This design comes from an exercise in tuning for small area, a short achievable clock period and few clock cycles per item on the open sky130 flow, not from production work. RTL that was checked went through simulation tests only; none was proved equivalent to the original. Power figures rest on the tool's default switching activity, not on a simulated workload.

## winnow_dec
module winnow_dec (
    input  wire        clk,
    input  wire        rst,
    input  wire        in_valid,
    output wire        in_ready,
    input  wire [7:0]  in_data,
    input  wire [6:0]  in_n,
    output wire        out_valid,
    input  wire        out_ready,
    output wire [31:0] out_data,
    output wire        out_last
);
Size in the first run: about 3400 cells after synthesis.
export LEC_CHECK = 0
export CAP_MARGIN = 20
export CORE_MARGIN = 2
export CORE_UTILIZATION = 40
export CTS_CLUSTER_DIAMETER = 90
export CTS_CLUSTER_SIZE = 27
export SLEW_MARGIN = 20
export TNS_END_PERCENT = 5
create_clock -name core_clock -period 10.0 [get_ports {clk}]
standard.sh (not shown) runs the stock make flow with config.mk's settings and CLKGATE_MAP_FILE= SYNTH_SCRIPT=/design/flow/synth_recipe.tcl, a recipe that flattens the netlist after the stock synthesis.
==> flow/flow/run.sh <==
#!/bin/bash
set -euo pipefail
sed "s/CLKGATE_MAP_FILE= /CLKGATE_MAP_FILE= SETUP_SLACK_MARGIN=6.3 'BUFFER_PORTS_ARGS=-buffer_cell sky130_fd_sc_hd__buf_2' /" standard.sh > standard_margin.sh
bash standard_margin.sh > make_flow.log 2>&1
The starting point produced a clean layout.
Testbench counts at the start, summed over its fixed seeds: cycles 35,752, blocks 320.
==> next run, changes <==
Settings changed: ABC_AREA set to 1, CTS_CLUSTER_DIAMETER 90 to 80, CTS_CLUSTER_SIZE 27 to 24.
Count of clock-buffer cells in the layout rises by 4.
Total power came out higher by 41%.
Clock power is higher by about 7%.
Hold slack hardly moves.
Final cell count grows by about 22%.
Die area goes up by 0.97%.
==> next run, changes <==
Settings changed: ABC_AREA 1 to unset, PLACE_DENSITY set to 0.75.
Worst setup slack improves by 0.10 ns.
Count of clock-buffer cells in the layout does not change.
Non-clock buffer count rises by 20.
Global-route usage falls by 0.51 points.
Sequential share of layout area falls by 0.23 points.
Fmax rises by about 2.7%.
Hold slack stays flat.
Clock power falls by about 2%.
Total power falls by about 30%.


run P:
winnow_dec, a different RTL version from the one above (not shown whole).
For scale: roughly 730 flip-flops, ~0.035 mm² of cells after synthesis.
Design winnow_dec, start of the top module:
module winnow_dec (
    input  wire        clk,
    input  wire        rst,
    input  wire        in_valid,
    output wire        in_ready,
    input  wire [7:0]  in_data,
    input  wire [6:0]  in_n,
    output wire        out_valid,
    input  wire        out_ready,
    output wire [31:0] out_data,
    output wire        out_last
);
export LEC_CHECK = 0
export CAP_MARGIN = 20
export CORE_MARGIN = 2
export CORE_UTILIZATION = 40
export CTS_CLUSTER_DIAMETER = 80
export CTS_CLUSTER_SIZE = 24
export SLEW_MARGIN = 20
create_clock -name core_clock -period 10.0 [get_ports {clk}]
==> flow/flow/run.sh <==
#!/bin/bash
set -euo pipefail
sed 's/CLKGATE_MAP_FILE= /CLKGATE_MAP_FILE= SETUP_SLACK_MARGIN=6.0 /' standard.sh > standard_margin.sh
bash standard_margin.sh > make_flow.log 2>&1
Having completed the whole flow, run P delivered a layout that passed the timing, DRC and antenna checks.
Testbench counts of run P, summed over its fixed seeds: cycles 36,056, blocks 320.
Input changes introduced in run Y (baseline for comparison: run P):
# run P
export LEC_CHECK = 0
export CAP_MARGIN = 20
export CORE_MARGIN = 2
export CORE_UTILIZATION = 40
export CTS_CLUSTER_DIAMETER = 80
export CTS_CLUSTER_SIZE = 24
export SLEW_MARGIN = 20
create_clock -name core_clock -period 10.0 [get_ports {clk}]
# run Y
export LEC_CHECK = 0
export CAP_MARGIN = 20
export CORE_MARGIN = 2
export CORE_UTILIZATION = 40
export SLEW_MARGIN = 20
create_clock -name core_clock -period 10.0 [get_ports {clk}]
==> comparison <==
- Side by side, worst slew margin relative to its limit turned out lower in run Y than in run P.
- Total power consumption of the routed design ended up 16% higher on run Y than on run P.
- Per the comparison of run Y with run P, design area now larger; area growth from synthesis to final layout now larger.
- Summary of run Y over run P: arrival time at the worst endpoint has increased; number of flip-flops and latches has remained practically unchanged; relative contribution of combinational cells to total power has decreased.
- | final setup slack of the worst path | higher: run Y |
- Run Y ends up with lower sum of met3 wire segment lengths after detailed routing than run P does.
- For run Y, the kind of critical path was input port to register, unlike run P, where it was register to register.
- Run P reports its slowest cell on the critical path as fa_1 while run Y reports clkdlybuf4s50_1.


winnow_dec, a different RTL version from the one above (not shown whole).
Size: roughly 3,300 cells after synthesis, ~34,000 sq um of cells after synthesis.
==> flow/design.v (excerpt) <==
module winnow_dec (
    input  wire        clk,
    input  wire        rst,
    input  wire        in_valid,
    output wire        in_ready,
    input  wire [7:0]  in_data,
    input  wire [6:0]  in_n,
    output wire        out_valid,
    input  wire        out_ready,
    output wire [31:0] out_data,
    output wire        out_last
);
    localparam S_HDR  = 2'd0;      
    localparam S_FLAG = 2'd1;      
    localparam S_RAW  = 2'd2;      
    localparam S_BITS = 2'd3;      
    localparam D_CODE = 1'b0;      
    localparam D_ESC  = 1'b1;      
    reg [1:0]  st;
    reg        ds;
    reg [6:0]  n;
    reg [4:0]  kk;
    reg        fc;
    reg [1:0]  mode;
    reg [6:0]  cnt;                
    reg [1:0]  wc;                 
    reg        warm;               
    reg [5:0]  ar;                 
    reg [1:0]  bi;                 
    reg        irdy;               
    reg [511:0] ring;              
    reg [5:0]  s;                  
    reg [7:0]  flag_c;
    reg [31:0] fbuf;               
  ...
==> flow/config.mk <==
export PLATFORM = sky130hd
export DESIGN_NAME = winnow_dec
export DESIGN_NICKNAME = winnow_dec
export VERILOG_FILES = /design/flow/design.v
export SDC_FILE = /design/flow/constraint.sdc
export NUM_CORES = 4
export LEC_CHECK = 0
export CAP_MARGIN = 20
export CORE_MARGIN = 2
export CORE_UTILIZATION = 40
export CTS_CLUSTER_DIAMETER = 80
export CTS_CLUSTER_SIZE = 24
export SLEW_MARGIN = 20
==> flow/constraint.sdc <==
create_clock -name core_clock -period 10.0 [get_ports {clk}]
set_input_delay 2.0000 -clock core_clock [delete_from_list [all_inputs] [get_ports {clk}]]
set_output_delay 2.0000 -clock core_clock [all_outputs]
set_load 0.01 [all_outputs]
==> flow/flow/run.sh <==
#!/bin/bash
set -euo pipefail
sed 's/CLKGATE_MAP_FILE= /CLKGATE_MAP_FILE= SETUP_SLACK_MARGIN=6.3 /' standard.sh > standard_margin.sh
bash standard_margin.sh > make_flow.log 2>&1
Rerun with:
Settings changed: TNS_END_PERCENT set to 5.
Wire length shrinks by about 1%.
Hold slack gains 0.016 ns.
Global-route usage shrinks by 0.10 points.
Cell count shrinks by about 0.5%.
Via count is about the same.
Area after synthesis is unchanged.
Cell area shrinks by 1.8%.
Non-clock buffer count shrinks by 28.
Total power hardly moves.
Function was not checked in any run of this note: the RTL went through the layout flow alone.


Setup of build 12:
winnow_dec, a different RTL version from the one above (not shown whole).
Size in the first run: ~3200 cells after synthesis, ~760 flip-flops, about 33000 µm² of cells after synthesis.
clock: 10.0 ns
lec_check: 0
cap_margin: 20
core_margin: 2
core_utilization: 40
cts_cluster_diameter: 80
cts_cluster_size: 24
slew_margin: 20
tns_end_percent: 5
==> flow/flow/run.sh <==
#!/bin/bash
set -euo pipefail
sed "s/CLKGATE_MAP_FILE= /CLKGATE_MAP_FILE= SETUP_SLACK_MARGIN=6.5 'BUFFER_PORTS_ARGS=-buffer_cell sky130_fd_sc_hd__buf_2' /" standard.sh > standard_margin.sh
bash standard_margin.sh > make_flow.log 2>&1
Testbench counts of build 12, summed over its fixed seeds: cycles 36,056, blocks 320.
Input-level comparison between trial 93 and build 12:
==> flow/flow/run.sh <==
#!/bin/bash
set -euo pipefail
sed "s/CLKGATE_MAP_FILE= /CLKGATE_MAP_FILE= SETUP_SLACK_MARGIN=6.3 'BUFFER_PORTS_ARGS=-buffer_cell sky130_fd_sc_hd__buf_2' /" standard.sh > standard_margin.sh
bash standard_margin.sh > make_flow.log 2>&1
Findings:
- Trial 93: all stages complete, timing, DRC and antenna checks passed
- Against build 12, trial 93 comes in 0.45 points lower on global-route usage.
- Of the two candidates, build 12 has the worse wire length of the first global-routing pass and trial 93 the better one.
- Against build 12, final hold slack in trial 93 came out better.


## the reference run
winnow_dec, a different RTL version from the one above (not shown whole).
For scale: about 730 flip-flops, ~54 I/O pins, about 34000 µm² of cells after synthesis.
Settings: LEC_CHECK=0, CAP_MARGIN=20, CORE_MARGIN=2, CORE_UTILIZATION=40, SLEW_MARGIN=20; clock period 10.0 ns.
==> flow/flow/run.sh <==
#!/bin/bash
set -euo pipefail
sed 's/CLKGATE_MAP_FILE= /CLKGATE_MAP_FILE= SETUP_SLACK_MARGIN=6.0 /' standard.sh > standard_margin.sh
bash standard_margin.sh > make_flow.log 2>&1
> inputs changed (the reference run -> the trial run)
- an added CTS_BUF_LIST of sky130_fd_sc_hd__clkbuf_4 sky130_fd_sc_hd__clkbuf_8
==> comparison <==
The reference run → the trial run: routed length on met2 rose 140 µm, share of total power consumed by net switching shows an increase of 0.34 points, CTS buffer count increased 51%.
Final non-filler cell area: the reference run vs the trial run — no meaningful difference
No functional check of the RTL was part of any run of this note.


winnow_dec, a different RTL version from the one above (not shown whole).
For scale: about 3200 cells after synthesis, roughly 710 flip-flops, roughly 0.034 mm² of cells after synthesis.
Settings: LEC_CHECK=0, ABC_CLOCK_PERIOD_IN_PS=3000, CAP_MARGIN=20, CORE_MARGIN=2, CORE_UTILIZATION=40, SETUP_SLACK_MARGIN=5, SLEW_MARGIN=20; clock period 10.0 ns.
run.sh (not shown) runs the stock make flow with config.mk's settings and CLKGATE_MAP_FILE= SYNTH_SCRIPT=/design/flow/synth_recipe.tcl, a recipe that flattens the netlist after the stock synthesis.
Stock flow here: none of the scripts above is used.
Testbench counts at the start, summed over its fixed seeds: cycles 36,728, blocks 320.
Edit:
--- a/flow/config.mk
+++ b/flow/config.mk
@@ -7,3 +7,2 @@
 export LEC_CHECK = 0
-export ABC_CLOCK_PERIOD_IN_PS = 3000
 export CAP_MARGIN = 20
@@ -11,3 +10,2 @@
 export CORE_UTILIZATION = 40
-export SETUP_SLACK_MARGIN = 5
 export SLEW_MARGIN = 20
Effect:
- The changed run produced a clean layout
- power went down by about 1%
- routed wire length shrinks by 5.2%
- register-to-register slack gets worse by 2.1 ns
- final cell count drops by 1.8%
- setup slack gets worse by 2.1 ns
- fmax came out lower by about 28%
- combinational power goes down by about 8%
- via count goes down by 3.0%
- utilization decreases by 2.0 points
- cell area drops by about 4.4%


== the baseline ==
winnow_dec, a different RTL version from the one above (not shown whole).
Size: ~3300 cells after synthesis, roughly 770 flip-flops, about 54 I/O pins, ~34000 µm² of cells after synthesis.
==> flow/config.mk <==
export PLATFORM = sky130hd
export DESIGN_NAME = winnow_dec
export DESIGN_NICKNAME = winnow_dec
export VERILOG_FILES = /design/flow/design.v
export SDC_FILE = /design/flow/constraint.sdc
export NUM_CORES = 4
export LEC_CHECK = 0
export CAP_MARGIN = 20
export CORE_MARGIN = 2
export CORE_UTILIZATION = 40
export CTS_CLUSTER_DIAMETER = 80
export CTS_CLUSTER_SIZE = 24
export SLEW_MARGIN = 20
==> flow/constraint.sdc <==
create_clock -name core_clock -period 10.0 [get_ports {clk}]
set_input_delay 2.0000 -clock core_clock [delete_from_list [all_inputs] [get_ports {clk}]]
set_output_delay 2.0000 -clock core_clock [all_outputs]
set_load 0.01 [all_outputs]
standard.sh (not shown) runs the stock make flow with config.mk's settings and CLKGATE_MAP_FILE= SYNTH_SCRIPT=/design/flow/synth_recipe.tcl, a recipe that flattens the netlist after the stock synthesis.
Scripts as last shown in full above: flow/flow/run.sh
The baseline went all the way through the flow, and no timing, DRC or antenna check failed.
### the baseline -> the candidate
==> flow/flow/run.sh <==
#!/bin/bash
set -euo pipefail
sed 's/CLKGATE_MAP_FILE= /CLKGATE_MAP_FILE= SETUP_SLACK_MARGIN=6.3 /' standard.sh > standard_margin.sh
bash standard_margin.sh > make_flow.log 2>&1
diff --git a/flow/config.mk b/flow/config.mk
--- a/flow/config.mk
+++ b/flow/config.mk
@@ -9,3 +9,3 @@
 export CORE_MARGIN = 2
-export CORE_UTILIZATION = 40
+export CORE_UTILIZATION = 50
 export CTS_CLUSTER_DIAMETER = 80
Findings:
Any difference in flip-flop and latch area between the candidate and the baseline is small enough to ignore. The baseline has higher die footprint than the candidate. Sequential share of cell area in the candidate is 2.0 points below the baseline. Changes observed in the candidate relative to the baseline: global-route wire length before repair went up by about 8%; combinational power share now sits higher. The candidate vs the baseline — hold slack dropped 0.0084 ns.
No functional check of the RTL was part of any run of this note.


Setup of rev 12:
Another version of the RTL of winnow_dec (not shown whole).
Size: roughly 34000 um^2 of cells after synthesis.
## winnow_dec
module winnow_dec (
    input  wire        clk,
    input  wire        rst,
    input  wire        in_valid,
    output wire        in_ready,
    input  wire [7:0]  in_data,
    input  wire [6:0]  in_n,
    output wire        out_valid,
    input  wire        out_ready,
    output wire [31:0] out_data,
    output wire        out_last
);
==> flow/config.mk <==
export PLATFORM = sky130hd
export DESIGN_NAME = winnow_dec
export DESIGN_NICKNAME = winnow_dec
export VERILOG_FILES = /design/flow/design.v
export SDC_FILE = /design/flow/constraint.sdc
export NUM_CORES = 4
export LEC_CHECK = 0
export CAP_MARGIN = 20
export CORE_MARGIN = 2
export CORE_UTILIZATION = 40
export CTS_CLUSTER_DIAMETER = 80
export CTS_CLUSTER_SIZE = 24
export SLEW_MARGIN = 20
==> flow/constraint.sdc <==
create_clock -name core_clock -period 10.0 [get_ports {clk}]
set_input_delay 2.0000 -clock core_clock [delete_from_list [all_inputs] [get_ports {clk}]]
set_output_delay 2.0000 -clock core_clock [all_outputs]
set_load 0.01 [all_outputs]
==> flow/flow/run.sh <==
#!/bin/bash
set -euo pipefail
sed 's/CLKGATE_MAP_FILE= /CLKGATE_MAP_FILE= SETUP_SLACK_MARGIN=6.3 /' standard.sh > standard_margin.sh
bash standard_margin.sh > make_flow.log 2>&1
The flow did not stop early for rev 12: all stages ran, and the layout cleared the timing, DRC and antenna checks.
Testbench counts of rev 12, summed over its fixed seeds: cycles 35,752, blocks 320.
For rev 13, these inputs were changed with respect to rev 12:
-- flow/config.mk --
<<< rev 12, line 13
export SLEW_MARGIN = 20
>>> rev 13, line 13
export SLEW_MARGIN = 20
export TNS_END_PERCENT = 5
Results
Clock skew, rev 12 and rev 13, higher one = rev 12.
Taking rev 12 as the reference, in rev 13 area share of fa/ha/maj cells after synthesis essentially unchanged; sequential share of layout area increased 1.2 points; cell area decreased 3.0%; wire length essentially unchanged; non-clock buffer count decreased 72.
NOTE clock power rev 12->rev 13 decreased by a few percent
The peak supply drop in rev 13 sits 0.000034 V above the value recorded for rev 12.
Against rev 12 as the reference, rev 13 delivers a lower via count of the first global-routing pass.
Run comparison: rev 13 cell with the largest stage delay on the worst path sky130_fd_sc_hd__fa_2; rev 12 cell with the largest stage delay on the worst path sky130_fd_sc_hd__fa_1
met2 usage in global routing ends up higher on rev 13.
Rev 13: multi-input logic portion of the cell area 0.52 points above rev 12


Setup of run 2:
RTL: one of the versions met above, not the one the previous note started from.
For scale: roughly 760 flip-flops, roughly 0.035 mm2 of cells after synthesis.
clock: 10.0 ns
lec_check: 0
cap_margin: 20
core_margin: 2
core_utilization: 40
cts_cluster_diameter: 80
cts_cluster_size: 24
slew_margin: 20
tns_end_percent: 5
==> flow/flow/run.sh <==
#!/bin/bash
set -euo pipefail
sed "s/CLKGATE_MAP_FILE= /CLKGATE_MAP_FILE= SETUP_SLACK_MARGIN=6.3 'BUFFER_PORTS_ARGS=-buffer_cell sky130_fd_sc_hd__buf_2' /" standard.sh > standard_margin.sh
bash standard_margin.sh > make_flow.log 2>&1
Run 2: done, clean on timing, DRC and antenna
Testbench counts of run 2, summed over its fixed seeds: cycles 35,752, blocks 320.
diff inputs: run 2 => run 3
Settings: changing TNS_END_PERCENT from 5 to 0.
The length of routed wiring on met1 of run 2 and that of run 3 are within noise of each other.
Total met2 wirelength after detailed routing: run 3 < run 2
Run 3 -> run 2: layout overhead on the synthesized area flat
In terms of sequential share of power, run 3 and run 2 differ only marginally.
Total routing usage reported by global routing: run 3 and run 2 compared, lower one is run 3
Run 3 vs. run 2: first-pass GRT wire length saw a decrease; worst path required time saw an increase; hold slack saw little to no change.
Run 2 and run 3 ended up with roughly the same total power divided by cell area.
Run 3 vs run 2 on smallest setup slack after layout: run 3 is the lower one.

[static timing again, ports no longer ideal]
The flow's constraints put no driver on any port. The routed layouts listed below were extracted and timed again, unchanged, in two steps.
Step 1 assumes that a clkbuf_16 drives the clock port and a buf_2 every other input.
Step 2, shift: input delay + t, output delay - t, t = (earliest + latest rising clock arrival at the registers) / 2. This alone moves slack from input paths to output paths.
Slacks: ideal / step 1 / step 2; pairs: ideal / step 1.
run	shift t [ns]	setup slack, ns	clock arrival spread, ns
the first run of note 1	0.670	6.174 / 6.174 / 5.668	0.057 / 0.058
the second run of note 1	0.673	6.147 / 6.190 / 5.517	0.034 / 0.034
the third run of note 1	0.677	6.247 / 6.244 / 5.567	0.033 / 0.032
run P	0.670	5.981 / 5.981 / 5.394	0.077 / 0.077
run Y	0.686	6.008 / 6.046 / 5.360	0.040 / 0.041
the first run of note 3	0.668	6.155 / 6.155 / 5.700	0.050 / 0.050
the second run of note 3	0.677	6.143 / 6.102 / 5.527	0.048 / 0.048
build 12	0.672	6.235 / 6.235 / 5.570	0.052 / 0.052
trial 93	0.662	6.249 / 6.219 / 5.556	0.065 / 0.065
the reference run	0.667	5.881 / 5.881 / 5.363	0.045 / 0.045
the trial run	0.774	5.883 / 5.883 / 5.234	0.030 / 0.029
the first run of note 6	0.680	4.726 / 4.726 / 4.363	0.033 / 0.033
the second run of note 6	0.680	2.647 / 2.647 / 2.647	0.026 / 0.026
the baseline	0.667	6.024 / 6.015 / 5.457	0.041 / 0.041
the candidate	0.679	6.158 / 6.158 / 5.672	0.033 / 0.032
rev 12	0.684	6.266 / 6.266 / 5.590	0.055 / 0.056
rev 13	0.668	6.167 / 6.163 / 5.581	0.043 / 0.044
run 2	0.676	6.299 / 6.289 / 5.613	0.050 / 0.050
run 3	0.678	6.252 / 6.253 / 5.577	0.051 / 0.051
After both steps every run listed still meets setup and hold. The setup slack of trial 93, which loses most, moves by -0.030 ns with the drivers and by -0.693 ns with both steps.
